What follows belongs to an exercise in optimizing a design on an open flow for small area; a production flow would make more cautious choices.
Only simulation tests tie the RTL to the original design; equivalence was not proved.
No activity file was given, so power comes from the tool's default toggle rates.

==> flow/config.mk <==
export PLATFORM = sky130hd
export DESIGN_NAME = needle_core
export DESIGN_NICKNAME = needle_core
export VERILOG_FILES = /design/flow/design.v
export SDC_FILE = /design/flow/constraint.sdc
export NUM_CORES = 4
export LEC_CHECK = 0
export CAP_MARGIN = 30
export CELL_PAD_IN_SITES_DETAIL_PLACEMENT = 2
export CELL_PAD_IN_SITES_GLOBAL_PLACEMENT = 2
export CORE_MARGIN = 2
export CORE_UTILIZATION = 30
export SLEW_MARGIN = 30
export SYNTH_MEMORY_MAX_BITS = 16384
==> flow/constraint.sdc <==
create_clock -name core_clock -period 12.0 [get_ports {clk}]
set_input_delay 2.4000 -clock core_clock [delete_from_list [all_inputs] [get_ports {clk}]]
set_output_delay 2.4000 -clock core_clock [all_outputs]
set_load 0.01 [all_outputs]
==> flow/design.v <==
module needle_core (
    input  wire         clk,
    input  wire         rst,           
    input  wire         start,         
    input  wire [12:0]  entry_pc,
    input  wire [7:0]   pages,         
    input  wire [15:0]  budget,        
    input  wire [8:0]   vlen,          
    output wire         busy,
    output wire [12:0]  imem_addr,
    input  wire [63:0]  imem_data,
    output wire [7:0]   win_addr,
    input  wire [255:0] win_data,
    output reg          done,
    output reg  [2:0]   reason,
    output reg  [23:0]  fwd,
    output reg  [7:0]   drop,
    output reg  [7:0]   copy,
    output reg  [2:0]   tc,
    output wire [639:0] key            
);
    localparam [2:0] R_END = 3'd0, R_BUDGET = 3'd1, R_WINDOW = 3'd2, R_ILLEGAL = 3'd3;
    localparam [1:0] S_IDLE = 2'd0, S_LOAD = 2'd1, S_RUN = 2'd2, S_STALL = 2'd3;
    reg  [1:0]   state;
    reg  [15:0]  cnt;         
    reg  [15:0]  budget_r;
    reg  [7:0]   pages_r;
    reg  [8:0]   vlen_r;
    reg  [13:0]  pc;
    reg  [511:0] gfile;       
    reg          fz, fn, fc;
    reg  [639:0] kbuf;
    reg  [23:0]  a_fwd;
    reg  [7:0]   a_drop, a_copy;
    reg  [2:0]   a_tc;
    assign busy = (state != S_IDLE);
    assign key  = kbuf;
    assign imem_addr = pc[12:0];
    wire [7:0]  op  = imem_data[63:56];
    wire [3:0]  rd  = imem_data[55:52];
    wire [3:0]  ra  = imem_data[51:48];
    wire [3:0]  rb  = imem_data[47:44];
    wire [3:0]  cc  = imem_data[43:40];
    wire [7:0]  x   = imem_data[39:32];
    wire [31:0] imm = imem_data[31:0];
    wire [31:0] va  = gfile[32*ra +: 32];
    wire [31:0] vb  = gfile[32*rb +: 32];
    wire [31:0] vd  = gfile[32*rd +: 32];
    reg         known;
    reg  [4:0]  used;
    reg  [31:0] imask;
    always @* begin
        known = 1'b1;
        used  = 5'b00000;
        imask = 32'h0;
        case (op)
            8'h00: begin used = 5'b00000; imask = 32'h0;        end  
            8'h01: begin used = 5'b10000; imask = 32'hFFFFFFFF; end  
            8'h02: begin used = 5'b11000; imask = 32'h0;        end  
            8'h03, 8'h05, 8'h07, 8'h09, 8'h0B:
                   begin used = 5'b11100; imask = 32'h0;        end  
            8'h04, 8'h06, 8'h08, 8'h0A, 8'h0C:
                   begin used = 5'b11000; imask = 32'hFFFFFFFF; end  
            8'h0D, 8'h0E:
                   begin used = 5'b11000; imask = 32'h0000001F; end  
            8'h0F, 8'h10:
                   begin used = 5'b11000; imask = 32'h00001F1F; end  
            8'h11: begin used = 5'b01100; imask = 32'h0;        end  
            8'h12, 8'h13:
                   begin used = 5'b01000; imask = 32'hFFFFFFFF; end  
            8'h20: begin used = 5'b11010; imask = 32'h0000FFFF; end  
            8'h23: begin used = 5'b01010; imask = 32'h0000007F; end  
            8'h24: begin used = 5'b01011; imask = 32'h007F00FF; end  
            8'h25: begin used = 5'b00001; imask = 32'h0000007F; end  
            8'h40: begin used = 5'b01010; imask = 32'h00FFFFFF; end  
            8'h41, 8'h42:
                   begin used = 5'b00001; imask = 32'h0;        end  
            8'h45: begin used = 5'b01010; imask = 32'h00000007; end  
            8'h50: begin used = 5'b00000; imask = 32'h00001FFF; end  
            8'h51: begin used = 5'b00010; imask = 32'h00001FFF; end  
            8'h52: begin used = 5'b10000; imask = 32'h00001FFF; end  
            8'h53: begin used = 5'b01000; imask = 32'h0;        end  
            8'h5E: begin used = 5'b00001; imask = 32'h0;        end  
            8'h5F: begin used = 5'b00000; imask = 32'h0;        end  
            default: known = 1'b0;
        endcase
    end
    wire field_bad = (!used[4] && rd != 4'd0) || (!used[3] && ra != 4'd0) ||
                     (!used[2] && rb != 4'd0) || (!used[1] && cc != 4'd0) ||
                     (!used[0] && x != 8'd0)  || ((imm & ~imask) != 32'd0);
    wire        sized    = (op == 8'h20) || (op == 8'h23);
    wire [2:0]  sz       = (cc[1:0] == 2'd0) ? 3'd1 : (cc[1:0] == 2'd1) ? 3'd2 : 3'd4;
    reg cond;
    always @* begin
        case (cc)
            4'd0: cond = 1'b1;
            4'd1: cond = fz;
            4'd2: cond = !fz;
            4'd3: cond = fc;
            4'd4: cond = !fc;
            4'd5: cond = fc || fz;
            4'd6: cond = !fc && !fz;
            4'd7: cond = fn;
            4'd8: cond = !fn;
            default: cond = 1'b0;
        endcase
    end
    wire [7:0] kput_end = {1'b0, imm[6:0]} + {5'd0, sz};
    wire [7:0] kcpy_end = {1'b0, imm[22:16]} + x;
    wire [7:0] kclr_end = {1'b0, imm[6:0]} + x;
    reg  illegal;
    always @* begin
        illegal = !known || field_bad;
        if (sized && cc[1:0] == 2'd3) illegal = 1'b1;
        case (op)
            8'h23: if (kput_end > 8'd80) illegal = 1'b1;
            8'h24: if (x < 8'd1 || x > 8'd32 || kcpy_end > 8'd80) illegal = 1'b1;
            8'h25: if (x < 8'd1 || x > 8'd80 || kclr_end > 8'd80) illegal = 1'b1;
            8'h40: if ((cc[3] ? imm[23:20] : va[23:20]) >= 4'd7) illegal = 1'b1;
            8'h41, 8'h42: if (x == 8'd0) illegal = 1'b1;
            8'h51: if (cc > 4'd8) illegal = 1'b1;
            8'h5E: if (x != 8'd4 && x != 8'd5) illegal = 1'b1;
            default: ;
        endcase
    end
    wire [32:0] ldh_eff  = (cc[3] ? {1'b0, va} : 33'd0) + {17'd0, imm[15:0]};
    wire [32:0] kcpy_eff = (cc[3] ? {1'b0, va} : 33'd0) + {25'd0, imm[7:0]};
    wire [32:0] eff      = (op == 8'h24) ? kcpy_eff : ldh_eff;
    wire [8:0]  acc_len  = (op == 8'h24) ? {1'b0, x} : {6'd0, sz};
    wire        win_bad  = (eff >= 33'd256) || ({24'd0, eff[8:0]} + {24'd0, acc_len} > {24'd0, vlen_r});
    assign win_addr = eff[7:0];
    reg [31:0] ldh_val;
    always @* begin
        case (cc[1:0])
            2'd0:    ldh_val = {24'd0, win_data[255:248]};
            2'd1:    ldh_val = {16'd0, win_data[255:240]};
            default: ldh_val = win_data[255:224];
        endcase
    end
    reg  [31:0] alu_r;
    reg         alu_c;
    reg         alu_wr;      
    reg         alu_fl;      
    wire [4:0]  pos    = imm[4:0];
    wire [5:0]  flen   = {1'b0, imm[12:8]} + 6'd1;
    wire [31:0] lmask  = (flen == 6'd32) ? 32'hFFFFFFFF : ((32'd1 << flen) - 32'd1);
    wire [31:0] dmask  = lmask << pos;
    wire [32:0] sum_rr = {1'b0, va} + {1'b0, vb};
    wire [32:0] sum_ri = {1'b0, va} + {1'b0, imm};
    always @* begin
        alu_r  = 32'd0;
        alu_c  = 1'b0;
        alu_wr = 1'b0;
        alu_fl = 1'b0;
        case (op)
            8'h01: begin alu_r = imm; alu_wr = 1'b1; end
            8'h02: begin alu_r = va;  alu_wr = 1'b1; end
            8'h03: begin alu_r = sum_rr[31:0]; alu_c = sum_rr[32]; alu_wr = 1'b1; alu_fl = 1'b1; end
            8'h04: begin alu_r = sum_ri[31:0]; alu_c = sum_ri[32]; alu_wr = 1'b1; alu_fl = 1'b1; end
            8'h05: begin alu_r = va - vb;  alu_c = (va < vb);  alu_wr = 1'b1; alu_fl = 1'b1; end
            8'h06: begin alu_r = va - imm; alu_c = (va < imm); alu_wr = 1'b1; alu_fl = 1'b1; end
            8'h07: begin alu_r = va & vb;  alu_wr = 1'b1; alu_fl = 1'b1; end
            8'h08: begin alu_r = va & imm; alu_wr = 1'b1; alu_fl = 1'b1; end
            8'h09: begin alu_r = va | vb;  alu_wr = 1'b1; alu_fl = 1'b1; end
            8'h0A: begin alu_r = va | imm; alu_wr = 1'b1; alu_fl = 1'b1; end
            8'h0B: begin alu_r = va ^ vb;  alu_wr = 1'b1; alu_fl = 1'b1; end
            8'h0C: begin alu_r = va ^ imm; alu_wr = 1'b1; alu_fl = 1'b1; end
            8'h0D: begin alu_r = va << pos; alu_wr = 1'b1; alu_fl = 1'b1; end
            8'h0E: begin alu_r = va >> pos; alu_wr = 1'b1; alu_fl = 1'b1; end
            8'h0F: begin alu_r = (va >> pos) & lmask; alu_wr = 1'b1; alu_fl = 1'b1; end
            8'h10: begin alu_r = (vd & ~dmask) | ((va << pos) & dmask); alu_wr = 1'b1; alu_fl = 1'b1; end
            8'h11: begin alu_r = va - vb;  alu_c = (va < vb);  alu_fl = 1'b1; end
            8'h12: begin alu_r = va - imm; alu_c = (va < imm); alu_fl = 1'b1; end
            8'h13: begin alu_r = va & imm; alu_fl = 1'b1; end
            8'h20: begin alu_r = ldh_val; alu_wr = 1'b1; end
            8'h52: begin alu_r = {18'd0, pc + 14'd1}; alu_wr = 1'b1; end
            default: ;
        endcase
    end
    reg [31:0] kput_bytes;    
    always @* begin
        case (cc[1:0])
            2'd0:    kput_bytes = {24'd0, va[7:0]};
            2'd1:    kput_bytes = {16'd0, va[7:0], va[15:8]};
            default: kput_bytes = {va[7:0], va[15:8], va[23:16], va[31:24]};
        endcase
    end
    reg [255:0] win_le;       
    integer j;
    always @* begin
        for (j = 0; j < 32; j = j + 1)
            win_le[8*j +: 8] = win_data[255 - 8*j -: 8];
    end
    reg  [639:0] kdata;
    reg  [79:0]  kmask;
    always @* begin
        kdata = 640'd0;
        kmask = 80'd0;
        case (op)
            8'h23: begin
                kdata = {608'd0, kput_bytes} << {imm[6:0], 3'b000};
                kmask = ({80{1'b0}} | ((80'd1 << sz) - 80'd1)) << imm[6:0];
            end
            8'h24: begin
                kdata = {384'd0, win_le} << {imm[22:16], 3'b000};
                kmask = ((80'd1 << x) - 80'd1) << imm[22:16];
            end
            8'h25: begin
                kdata = 640'd0;
                kmask = ((80'd1 << x) - 80'd1) << imm[6:0];
            end
            default: ;
        endcase
    end
    reg [639:0] kbuf_next;
    integer i;
    always @* begin
        for (i = 0; i < 80; i = i + 1)
            kbuf_next[8*i +: 8] = kmask[i] ? kdata[8*i +: 8] : kbuf[8*i +: 8];
    end
    wire fetch_bad = pc[13] || !pages_r[pc[12:10]];
    wire win_op    = (op == 8'h20) || (op == 8'h24);
    wire abort     = busy && (cnt == budget_r);
    reg        ends;
    reg [2:0]  end_reason;
    reg        two_cycle;
    reg [13:0] pc_next;
    always @* begin
        ends       = 1'b0;
        end_reason = R_END;
        two_cycle  = 1'b0;
        pc_next    = pc + 14'd1;
        if (fetch_bad || illegal) begin
            ends = 1'b1; end_reason = R_ILLEGAL;
        end else if (win_op && win_bad) begin
            ends = 1'b1; end_reason = R_WINDOW;
        end else begin
            case (op)
                8'h24: two_cycle = 1'b1;
                8'h50: begin two_cycle = 1'b1; pc_next = {1'b0, imm[12:0]}; end
                8'h51: if (cond) begin two_cycle = 1'b1; pc_next = {1'b0, imm[12:0]}; end
                8'h52: begin two_cycle = 1'b1; pc_next = {1'b0, imm[12:0]}; end
                8'h53: begin two_cycle = 1'b1; pc_next = {1'b0, va[12:0]}; end
                8'h5E: begin ends = 1'b1; end_reason = x[2:0]; end
                8'h5F: begin ends = 1'b1; end_reason = R_END; end
                default: ;
            endcase
        end
    end
    wire issue = (state == S_RUN) && !abort;
    wire exec  = issue && !ends;
    always @(posedge clk) begin
        if (rst) begin
            state <= S_IDLE;
            done  <= 1'b0;
        end else begin
            done <= 1'b0;
            case (state)
                S_IDLE: if (start) state <= S_LOAD;
                S_LOAD: if (abort) state <= S_IDLE;
                        else if (cnt == 16'd3) state <= S_RUN;
                S_RUN:  if (abort || ends) state <= S_IDLE;
                        else if (two_cycle) state <= S_STALL;
                S_STALL: if (abort) state <= S_IDLE;
                         else state <= S_RUN;
            endcase
            if (abort || (issue && ends)) begin
                done <= 1'b1;
                reason <= abort ? R_BUDGET : end_reason;
                if (!abort && end_reason == R_END) begin
                    fwd  <= a_fwd;
                    drop <= a_drop;
                    copy <= a_copy;
                    tc   <= a_tc;
                end else begin
                    fwd  <= 24'd0;
                    drop <= 8'd0;
                    copy <= 8'd0;
                    tc   <= 3'd0;
                end
            end
        end
    end
    always @(posedge clk) begin
        if (state == S_IDLE && start) begin
            cnt      <= 16'd1;
            budget_r <= budget;
            pages_r  <= pages;
            vlen_r   <= vlen;
            pc       <= {1'b0, entry_pc};
            gfile    <= 512'd0;
            fz <= 1'b0; fn <= 1'b0; fc <= 1'b0;
            kbuf  <= 640'd0;
            a_fwd <= 24'd0; a_drop <= 8'd0; a_copy <= 8'd0; a_tc <= 3'd0;
        end else begin
            if (busy) cnt <= cnt + 16'd1;
            if (exec) begin
                pc <= pc_next;
                if (alu_wr) gfile[32*rd +: 32] <= alu_r;
                if (alu_fl) begin
                    fz <= (alu_r == 32'd0);
                    fn <= alu_r[31];
                    fc <= alu_c;
                end
                kbuf <= kbuf_next;
                case (op)
                    8'h40: a_fwd  <= cc[3] ? imm[23:0] : va[23:0];
                    8'h41: a_drop <= x;
                    8'h42: a_copy <= x;
                    8'h45: a_tc   <= cc[3] ? imm[2:0] : va[2:0];
                    default: ;
                endcase
            end
        end
    end
endmodule
==> flow/run.sh <==
#!/bin/bash
# synth_recipe.tcl (not shown) runs the flow's synth.tcl, then flattens the netlist and writes it again
# the make line also repeats each setting of config.mk as NAME=value (left out here)
make -C /OpenROAD-flow-scripts/flow DESIGN_CONFIG=/design/flow/config.mk WORK_HOME=/design/flow/orfs CLKGATE_MAP_FILE= SYNTH_SCRIPT=/design/flow/synth_recipe.tcl finish
==> impl_metrics.env <==
export IMPL_post_route_period_util_pct=94.3
export IMPL_cts_sinks=1310
export IMPL_placed_cells=21048
export IMPL_cp_slowest_stage_delay_ns=0.79
export IMPL_cts_buffers=171
export IMPL_startpoint_type="primary input"
export IMPL_instances_no_fill=21477
export IMPL_power_frac_seq_pct=29.3
export IMPL_initial_core_util_pct=30.2
export IMPL_yosysSeqAreaShare_pct=23.1
export IMPL_yosysUniqueCellTypes=117
export IMPL_synth_edf_count=92
export IMPL_dpl_cell_area_um2=137000
export IMPL_finalMaxSlewViolations=0
export IMPL_viasPerCell=7.17
export IMPL_power_leakage_nw=52.2
export IMPL_post_cts_resize_count=0
export IMPL_layout_commonest_cell="nand2_1"
export IMPL_max_cap_violations=0
export IMPL_r2r_start="gfile[132]"
export IMPL_setup_slack_ns=0.683
export IMPL_switching_share_pct=41.1
export IMPL_cts_tree="yes"
export IMPL_synthesis_area_um2=117000
export IMPL_vdd_drop_max_mv=0.107
export IMPL_min_to="a_fwd[5]"
export IMPL_hold_ws_ns=0.457
export IMPL_timing_fmax_ghz=0.0884
export IMPL_avgSynthCellArea_um2=7.64
export IMPL_power_density_nw_per_um2=106
export IMPL_area_growth_pct=22.3
export IMPL_clk_latency_ns=0.98
export IMPL_post_drt_wl_per_cell_um=51.1
export IMPL_cts_root_buf="clkbuf_16"
export IMPL_fin_nets=16612
export IMPL_status="timing/DRC/antenna clean"
export IMPL_cp_arrival_ns=12.07
export IMPL_path_clk_slew_ns=0.06
export IMPL_hold_violations=0
export IMPL_r2r_cells=27
export IMPL_wl_mm=1100
export IMPL_grt_overflow=0
export IMPL_rsz0062_at_grt="no"
export IMPL_fin_util_pct=36.9
export IMPL_final_area_um2=144000
export IMPL_placement_rows=229
export IMPL_max_slew_margin_pct=12.1
export IMPL_p_switching_mw=6.25
export IMPL_grt_pass1_wl_mm=1430
export IMPL_num_io_pins=1078
export IMPL_seqCellArea_um2=27100
export IMPL_post_dp_hpwl_mm=855
export IMPL_grt_max_degree=182
export IMPL_ys_async_sr_fraction_pct=0
export IMPL_cts_hold_buffers_added=0
export IMPL_coreArea_um2=389000
export IMPL_antenna_found_initial=164
export IMPL_clockBufferDepth=4
export IMPL_r2r_end="kbuf[130]"
export IMPL_grtUsageTotal_pct=52.9
export IMPL_tns_ns=0
export IMPL_synth_warnings=1
export IMPL_layout_common_cells="nand2_1 (2370), nor2_1 (1826), a21oi_1 (1319)"
export IMPL_gp_congestion=1.14
export IMPL_slowest_stage="nor2_4"
export IMPL_antenna_left=0
export IMPL_min_period_ns=11.32
export IMPL_drt_first_pass_iters=9
export IMPL_skew_ns=0.105
export IMPL_multi_input_area_um2=84900
export IMPL_n_fill_cell=44066
export IMPL_drt_iter0_drc=24877
export IMPL_setup_viol=0
export IMPL_drc=0
export IMPL_vias=154073
export IMPL_yosys_register_bits=1310
export IMPL_hold_depth=2
export IMPL_hold_start="a_fwd[5]"
export IMPL_cpMostUsedCell="ha_1"
export IMPL_fp_dieH_um=630
export IMPL_p_int_mw=8.98
export IMPL_grt_pass1_vias=148707
export IMPL_drive_gt1_share_pct=14.7
export IMPL_io_buffers=1077
export IMPL_preCtsSetupSlack_ns=0.329
export IMPL_die_area_um2=397000
export IMPL_clkPwrFrac_pct=38.5
export IMPL_cp_end_kind="flop"
export IMPL_cp_max_fo=57
export IMPL_syn_inst=15373
export IMPL_cts_setup_buffers=0
export IMPL_regToRegSetupSlack_ns=3.02
export IMPL_die_w_um=630
export IMPL_critical_path_class="in2reg"
export IMPL_hold_path_class="reg2reg"
export IMPL_htreeDepth=4
export IMPL_ys_flop_type="dfxtp_1"
export IMPL_worstMarginPinSlew_ns=1.31
export IMPL_pwr_share_comb_pct=32.2
export IMPL_cp_required_ns=12.75
export IMPL_p_total_mw=15.2
==> sequential cells by signal, indices dropped and copies added, names as in the netlist <==
name / flops
kbuf: 640
gfile: 512
a_fwd: 24
fwd: 24
budget_r: 16
cnt: 16
pc: 14
vlen_r: 9
a_copy: 8
a_drop: 8
copy: 8
drop: 8
pages_r: 8
a_tc: 3
reason: 3
tc: 3
state: 2
done: 1
fc: 1
fn: 1
fz: 1
==> critical path, delay by kind of cell <==
family | cells | cell delay (ns)
AOI/OAI and AO/OA | 8 | 2.65
xor gates and xnor gates | 1 | 0.21
adders and majority gates | 3 | 0.96
buffers and inverters | 4 | 1.50
muxes | 2 | 0.45
and+or+nand+nor | 11 | 3.48
==> metal layers <==
layer  GRT usage, %  part of all wire, %
met2           71.1                   38
met1           65.4                   38
met4           35.2                  8.2
met5              0                0.076
met3           26.4                   15
==> synth_stat cells (67+ instances only) <==
cell type	number	area, um^2
nand3_1	212	1060
nand2b_1	131	820
a31oi_1	128	801
a21o_1	85	638
o211ai_1	136	1020
edfxtp_1	92	2760
o22a_1	114	998
mux2_2	180	2030
and2_1	102	638
dfxtp_1	1218	24400
nor2_1	1872	7030
ha_1	195	2440
mux2i_1	1143	11400
o211a_1	79	791
a211oi_1	257	1930
buf_2	154	771
inv_1	169	634
o221ai_1	149	1310
nand2_1	2388	8960
o21ai_0	719	3600
a22oi_1	237	1780
clkbuf_1	1099	4130
xnor2_1	95	832
nor2b_1	91	569
mux4_2	519	11700
a21oi_1	1358	6800
buf_1	170	638
nand4_1	68	425
o22ai_1	588	3680
or2_2	71	444
nor3_1	219	1100
a221oi_1	85	744
or3_1	67	419
==> worst max path at each step <==
stage | to | from
2_1_floorplan | copy[0] | imem_data[1]
3_3_place_gp | kbuf[607] | imem_data[50]
3_5_place_dp | kbuf[465] | imem_data[49]
4_1_cts | kbuf[465] | imem_data[49]
5_1_grt | kbuf[355] | imem_data[49]
6_report | kbuf[130] | imem_data[50]
==> power groups by stage <==
stage | logic, mW | clock network, mW | registers [mW]
floorplan | 2.04 | 0 | 4.54
global placement | 4.34 | 0 | 4.55
detailed placement | 4.45 | 0 | 4.55
CTS | 4.47 | 5.84 | 4.46
global route | 4.80 | 5.99 | 4.46
finish | 4.91 | 5.86 | 4.46
==> layout make-up <==
cell class / count / area share [%]
Antenna cell: 107 / 0.186
Clock buffer: 230 / 3.39
Tap cell: 5197 / 4.53
Clock inverter: 77 / 0.833
Timing Repair Buffer: 1980 / 12.5
Multi-Input combinational cell: 12374 / 59.1
Inverter: 202 / 0.555
Sequential cell: 1310 / 18.9
==> kinds of logic (layout without fill, tap and decap cells) <==
family | count (synthesis) | after routing | share of synthesized area, %
adders and majority gates | 205 | 205 | 2.24
other | 2 | 110 | 0.00639
xor gates and xnor gates | 135 | 135 | 1.01
AOI/OAI and AO/OA | 4666 | 4666 | 25.9
muxes | 1849 | 1849 | 21.5
DFF | 1310 | 1310 | 23.1
buffers and inverters | 1690 | 2489 | 5.84
and+or+nand+nor | 5516 | 5516 | 20.4

-- static timing again, ports no longer ideal --
The flow's constraints put no driver on any port. The routed layout listed below was extracted and timed again, unchanged, in two steps.
Step 1 (the two cells are an assumption about what drives the block):
set clk [get_ports {clk}]
set_driving_cell -lib_cell sky130_fd_sc_hd__clkbuf_16 $clk
set_driving_cell -lib_cell sky130_fd_sc_hd__buf_2 [delete_from_list [all_inputs] $clk]
Step 2, shift: input delay + t, output delay - t, t = (earliest + latest rising clock arrival at the registers) / 2. This alone moves slack from input paths to output paths.
Slacks: ideal / step 1 / step 2; pairs: ideal / step 1.
t (ns): 1.055
slack for setup (ns): 0.683 / 0.709 / -0.346
worst hold slack (ns): 0.457 / 0.457 / 0.457
worst setup path at the end: input to register
slew at the worst register clock pin (ns): 0.07 / 0.07
Met with ideal ports but missed after step 2: setup timing in this run. For this run, drivers alone change the setup slack by +0.026 ns; drivers and shift together by -1.029 ns.
